Context: an optimization exercise on an open-source flow, tuned for small area, a short achievable clock period and few clock cycles. The choices shown serve that exercise and are no tape-out recipe.
In this exercise RTL edits were held to simulation tests only and were not proved equivalent to the original.

==> flow/design.v (excerpt) <==
module cvu (
    input  wire        clk,
    input  wire        rst,             
    input  wire        ctrl_bind,
    input  wire        ctrl_release,
    input  wire        ctrl_snap,
    input  wire [1:0]  cfg_mode,
    input  wire [5:0]  cfg_width_m1,
    input  wire        cfg_refin,
    input  wire        cfg_refout,
    input  wire [63:0] cfg_poly,
    input  wire [63:0] cfg_init,
    input  wire [63:0] cfg_xorout,
    input  wire        clr_res_valid,
    input  wire        clr_res_ovr,
    input  wire        in_valid,
    output wire        in_ready,
    input  wire [63:0] in_data,
    input  wire [2:0]  in_nbytes_m1,    
    input  wire        in_end,          
    input  wire        in_close,        
    input  wire        in_abort,        
    output wire        bound,
    output wire        pending,
    output reg         res_valid,
    output reg         res_ovr,
    output reg         res_invalid,
    output wire [1:0]  status,
    output reg  [63:0] result,
    output reg  [63:0] res_bytes,
    output reg  [31:0] res_units
);
Size: ~450 I/O pins.
Settings: LEC_CHECK=0, CAP_MARGIN=20, CORE_MARGIN=2, CORE_UTILIZATION=55, SLEW_MARGIN=20, SYNTH_HIERARCHICAL=1; clock period 44.0 ns.
standard.sh (not shown) runs the stock make flow with config.mk's settings and CLKGATE_MAP_FILE= SYNTH_SCRIPT=/design/flow/synth_recipe.tcl, a recipe that flattens the netlist after the stock synthesis.
==> flow/flow/run.sh <==
#!/bin/bash
# Standard ORFS layout (the standard.sh, standard synthesis), with the
# resizer's setup repair asked for extra slack (SETUP_SLACK_MARGIN) so that
# it works on the paths that set the achieved period, and plain buffers on
# the ports.  flow/knobs.txt holds these make variables, one per line.  The
# SDC (clock period, I/O delays) is unchanged.  Each tool's output goes to a
# log file in this folder (make's to flow_make.log, ORFS's own logs under
# orfs/logs).
set -euo pipefail
mapfile -t KNOBS < <(grep -v '^#' flow/knobs.txt | grep -v '^$')
bash standard.sh "${KNOBS[@]}" finish > flow_make.log 2>&1
==> flow/flow/knobs.txt <==
SETUP_SLACK_MARGIN=33.8
TNS_END_PERCENT=100
MATCH_CELL_FOOTPRINT=0
BUFFER_PORTS_ARGS=-buffer_cell sky130_fd_sc_hd__buf_1
CTS_BUF_LIST=sky130_fd_sc_hd__clkbuf_8
DONT_USE_CELLS=sky130_fd_sc_hd__probe_p_8 sky130_fd_sc_hd__probec_p_8 sky130_fd_sc_hd__lpflow_bleeder_1 sky130_fd_sc_hd__lpflow_clkbufkapwr_1 sky130_fd_sc_hd__lpflow_clkbufkapwr_16 sky130_fd_sc_hd__lpflow_clkbufkapwr_2 sky130_fd_sc_hd__lpflow_clkbufkapwr_4 sky130_fd_sc_hd__lpflow_clkbufkapwr_8 sky130_fd_sc_hd__lpflow_clkinvkapwr_1 sky130_fd_sc_hd__lpflow_clkinvkapwr_16 sky130_fd_sc_hd__lpflow_clkinvkapwr_2 sky130_fd_sc_hd__lpflow_clkinvkapwr_4 sky130_fd_sc_hd__lpflow_clkinvkapwr_8 sky130_fd_sc_hd__lpflow_decapkapwr_12 sky130_fd_sc_hd__lpflow_decapkapwr_3 sky130_fd_sc_hd__lpflow_decapkapwr_4 sky130_fd_sc_hd__lpflow_decapkapwr_6 sky130_fd_sc_hd__lpflow_decapkapwr_8 sky130_fd_sc_hd__lpflow_inputiso0n_1 sky130_fd_sc_hd__lpflow_inputiso0p_1 sky130_fd_sc_hd__lpflow_inputiso1n_1 sky130_fd_sc_hd__lpflow_inputiso1p_1 sky130_fd_sc_hd__lpflow_inputisolatch_1 sky130_fd_sc_hd__lpflow_isobufsrc_1 sky130_fd_sc_hd__lpflow_isobufsrc_16 sky130_fd_sc_hd__lpflow_isobufsrc_2 sky130_fd_sc_hd__lpflow_isobufsrc_4 sky130_fd_sc_hd__lpflow_isobufsrc_8 sky130_fd_sc_hd__lpflow_isobufsrckapwr_16 sky130_fd_sc_hd__lpflow_lsbuf_lh_hl_isowell_tap_1 sky130_fd_sc_hd__lpflow_lsbuf_lh_hl_isowell_tap_2 sky130_fd_sc_hd__lpflow_lsbuf_lh_hl_isowell_tap_4 sky130_fd_sc_hd__lpflow_lsbuf_lh_isowell_4 sky130_fd_sc_hd__lpflow_lsbuf_lh_isowell_tap_1 sky130_fd_sc_hd__lpflow_lsbuf_lh_isowell_tap_2 sky130_fd_sc_hd__lpflow_lsbuf_lh_isowell_tap_4  sky130_fd_sc_hd__xnor3_1 sky130_fd_sc_hd__xnor3_2 sky130_fd_sc_hd__xnor3_4 sky130_fd_sc_hd__xor3_1 sky130_fd_sc_hd__xor3_2 sky130_fd_sc_hd__xor3_4
Testbench counts at the start, summed over its fixed seeds: cycles 141,870.
Change:
--- a/flow/design.v
+++ b/flow/design.v
@@ -44,13 +44,13 @@
     reg  [63:0] bak;          
     reg  [63:0] cnt_bytes;    
     reg  [31:0] cnt_units;    
     reg         inv_q;        
     reg         snap_def;     
     reg         in_unit;      
-    reg  [63:0] d_q;
+    reg  [31:0] d_q;          
     reg  [2:0]  nb_q;
     reg         end_q;
     reg         close_q;
     reg         cap;          
     reg         x_q;          
     reg         bf;
@@ -65,12 +65,13 @@
     wire        ub   = unb | bf;               
     wire        bnd  = ~ub;
     wire        pend = ~npend & ~bf;
     reg         ir_q;
     reg  [1:0]  ph;           
     reg         hi_pend;      
+    reg         clean;        
     wire        su_a = su_aq & ~bf;    
     reg         su_b;         
     reg  [4:0]  su_cnt;
     reg  [5:0]  b_wm1;
     reg  [63:0] b_poly, b_init;
     reg  [31:0] b_g;
@@ -121,13 +122,13 @@
     wire beat = in_valid & in_ready;
     wire feed = rdy_fed & fed_st;
     wire eng_run  = cap & fed_st & ~setup;
     wire proc_lo  = eng_run & (ph == 2'd0) & (end_q | x_q);    
     wire proc_hie = eng_run & end_q & (ph == 2'd1) & nb_q[2];
     wire proc     = proc_lo | proc_hie | hi_pend;
-    wire [31:0] chunk = proc_lo ? d_q[31:0] : d_q[63:32];
+    wire [31:0] chunk = d_q;
     wire [1:0]  mm1   = (proc_lo & nb_q[2]) ? 2'd3 : nb_q[1:0];    
     wire [31:0] dsw   = refin_q ? rev32(chunk)
                                 : {chunk[7:0], chunk[15:8], chunk[23:16], chunk[31:24]};
     wire [31:0] a0    = crc[63:32] ^ dsw;
     function [6:0] clm4(input [3:0] a, input [3:0] b);
         integer i;
@@ -276,13 +277,14 @@
             end
         end
     end
     wire        sel_ci   = (close_init & ~su_a) | su_b;
     wire        sel_bak  = (ph != 2'd0) & ~rdy_fed;
     wire [63:0] close_val = sel_ci ? ci_q : (sel_bak ? bak : close_crc);
-    wire        restart  = close_now | aborted | (ctrl_release & bnd);
+    wire        reinit   = close_now | aborted;
+    wire        restart  = (reinit & ~clean) | (ctrl_release & bnd);
     wire        bound_n, pending_n, pu_n, su_a_n, bf_n;
     wire [1:0]  status_n;
     cvu_cmd u_cmd (
         .ctrl_bind(ctrl_bind), .ctrl_release(ctrl_release),
         .cfg_mode(cfg_mode),
         .bnd(bnd), .s1_pending(s1_pending), .s1_in_unit(s1_in_unit),
@@ -296,17 +298,21 @@
         .cfg_poly(cfg_poly), .cfg_init(cfg_init), .cfg_xorout(cfg_xorout),
         .bf_n(bf_n)
     );
     wire        setup_nc = (ctrl_bind & ub) | su_a | (su_b & (su_cnt != 5'd31));
     wire [1:0]  ph_nx    = ph + {1'b0, proc & end_q};
     wire        ph_ok    = nb_q[2] ? (ph_nx == 2'd2) : (ph_nx == 2'd1);
-    wire        x_n      = ~setup_nc & ~(in_abort | ctrl_snap | ctrl_release) &
+    wire        x_n      = ~setup_nc & ~restart &
                            (cap ? (~end_q | ph_ok) : ~in_end);
     wire        cap_n    = in_valid & ~in_ready;
+    wire        hi_pend_n = feed & ~end_q & nb_q[2] & ~aborted & ~ctrl_release;
+    wire [1:0]  ph_n      = (feed | restart | ~cap) ? 2'd0 :
+                            (proc & end_q) ? ph + 2'd1 : ph;
+    wire        sel_hi    = hi_pend_n | ((ph_n == 2'd1) & end_q & nb_q[2]);
     always @(posedge clk) begin
-        d_q     <= in_data;
+        d_q     <= sel_hi ? in_data[63:32] : in_data[31:0];
         nb_q    <= in_nbytes_m1;
         end_q   <= in_end;
         close_q <= in_close;
         if (rst) begin
             bound_q     <= 1'b0;
             pending_q   <= 1'b0;
@@ -344,23 +350,22 @@
             cnt_units <= s1_units;
             snap_def  <= s1_snap_def;
             inv_q     <= s1_inv;
             in_unit   <= s1_in_unit;
             cap     <= cap_n;
             x_q     <= x_n;
-            hi_pend <= feed & ~end_q & nb_q[2] & ~aborted & ~ctrl_release;
-            if (beat | restart | ~cap)
-                ph <= 2'd0;
-            else if (proc & end_q)
-                ph <= ph + 2'd1;
+            hi_pend <= hi_pend_n;
+            ph      <= ph_n;
             if (ph == 2'd0) bak <= close_crc;
+            if (reinit)    clean <= 1'b1;
+            else if (feed) clean <= 1'b0;
             if (su_a)
                 crc <= rev64(poly_q);
             else if (su_b) begin
                 if (su_cnt == 5'd1) crc <= init_q;
-            end else if (close_now | aborted)
+            end else if (reinit & (~clean | feed))
                 crc <= init_q;
             else if (proc)
                 crc <= eng;
             su_aq <= su_a_n;
             if (ctrl_release)
                 su_b <= 1'b0;
@@ -392,12 +397,13 @@
                 init_q    <= b_init;
                 g_q       <= b_g;
                 ci_q      <= (cfg_mode == 2'd3) ? cfg_xorout : 64'd0;
                 crc       <= (cfg_mode == 2'd3) ? rev64(cfg_init) : b_init;
                 cnt_bytes <= 64'd0;
                 cnt_units <= 32'd0;
+                clean     <= 1'b1;
             end
             if (clr_res_valid) res_valid <= 1'b0;
             if (clr_res_ovr)   res_ovr   <= 1'b0;
             if (close_now) begin
                 result      <= close_val;
                 res_bytes   <= close_bytes;
Sequential share of layout area came out lower by 0.76 points.
Global-route usage came out higher by 2.0 points.
Setup slack degrades by 0.091 ns.
Routed wire length came out higher by about 2.7%.
Testbench counts after the change, summed over its fixed seeds: cycles 141,870.

==> port drivers added, routing unchanged <==
In the flow no input, the clock included, has a driving cell. The finished layouts below were timed again as built, in two steps.
Step 1 (the two cells are an assumption about what drives the block):
set clk [get_ports {clk}]
set_driving_cell -lib_cell sky130_fd_sc_hd__clkbuf_16 $clk
set_driving_cell -lib_cell sky130_fd_sc_hd__buf_2 [delete_from_list [all_inputs] $clk]
Step 2 adds t to the input delays and takes it off the output delays; t is the mean of the earliest and latest rising clock arrival at the registers after step 1. Input paths then give back, and output paths get back, about the clock's delay inside the block.
a / b / c = ideal / step 1 / step 2; a / b = the first two.
run	t (ns)	setup WS [ns]	hold WS [ns]
the first run	0.833	33.748 / 33.682 / 32.925	0.458 / 0.458 / 0.458
the second run	0.896	33.657 / 33.579 / 32.857	0.455 / 0.455 / 0.455
After both steps setup and hold are still met in every run listed. The setup slack of the first run, which loses most, moves by -0.066 ns with the drivers and by -0.823 ns with both steps.
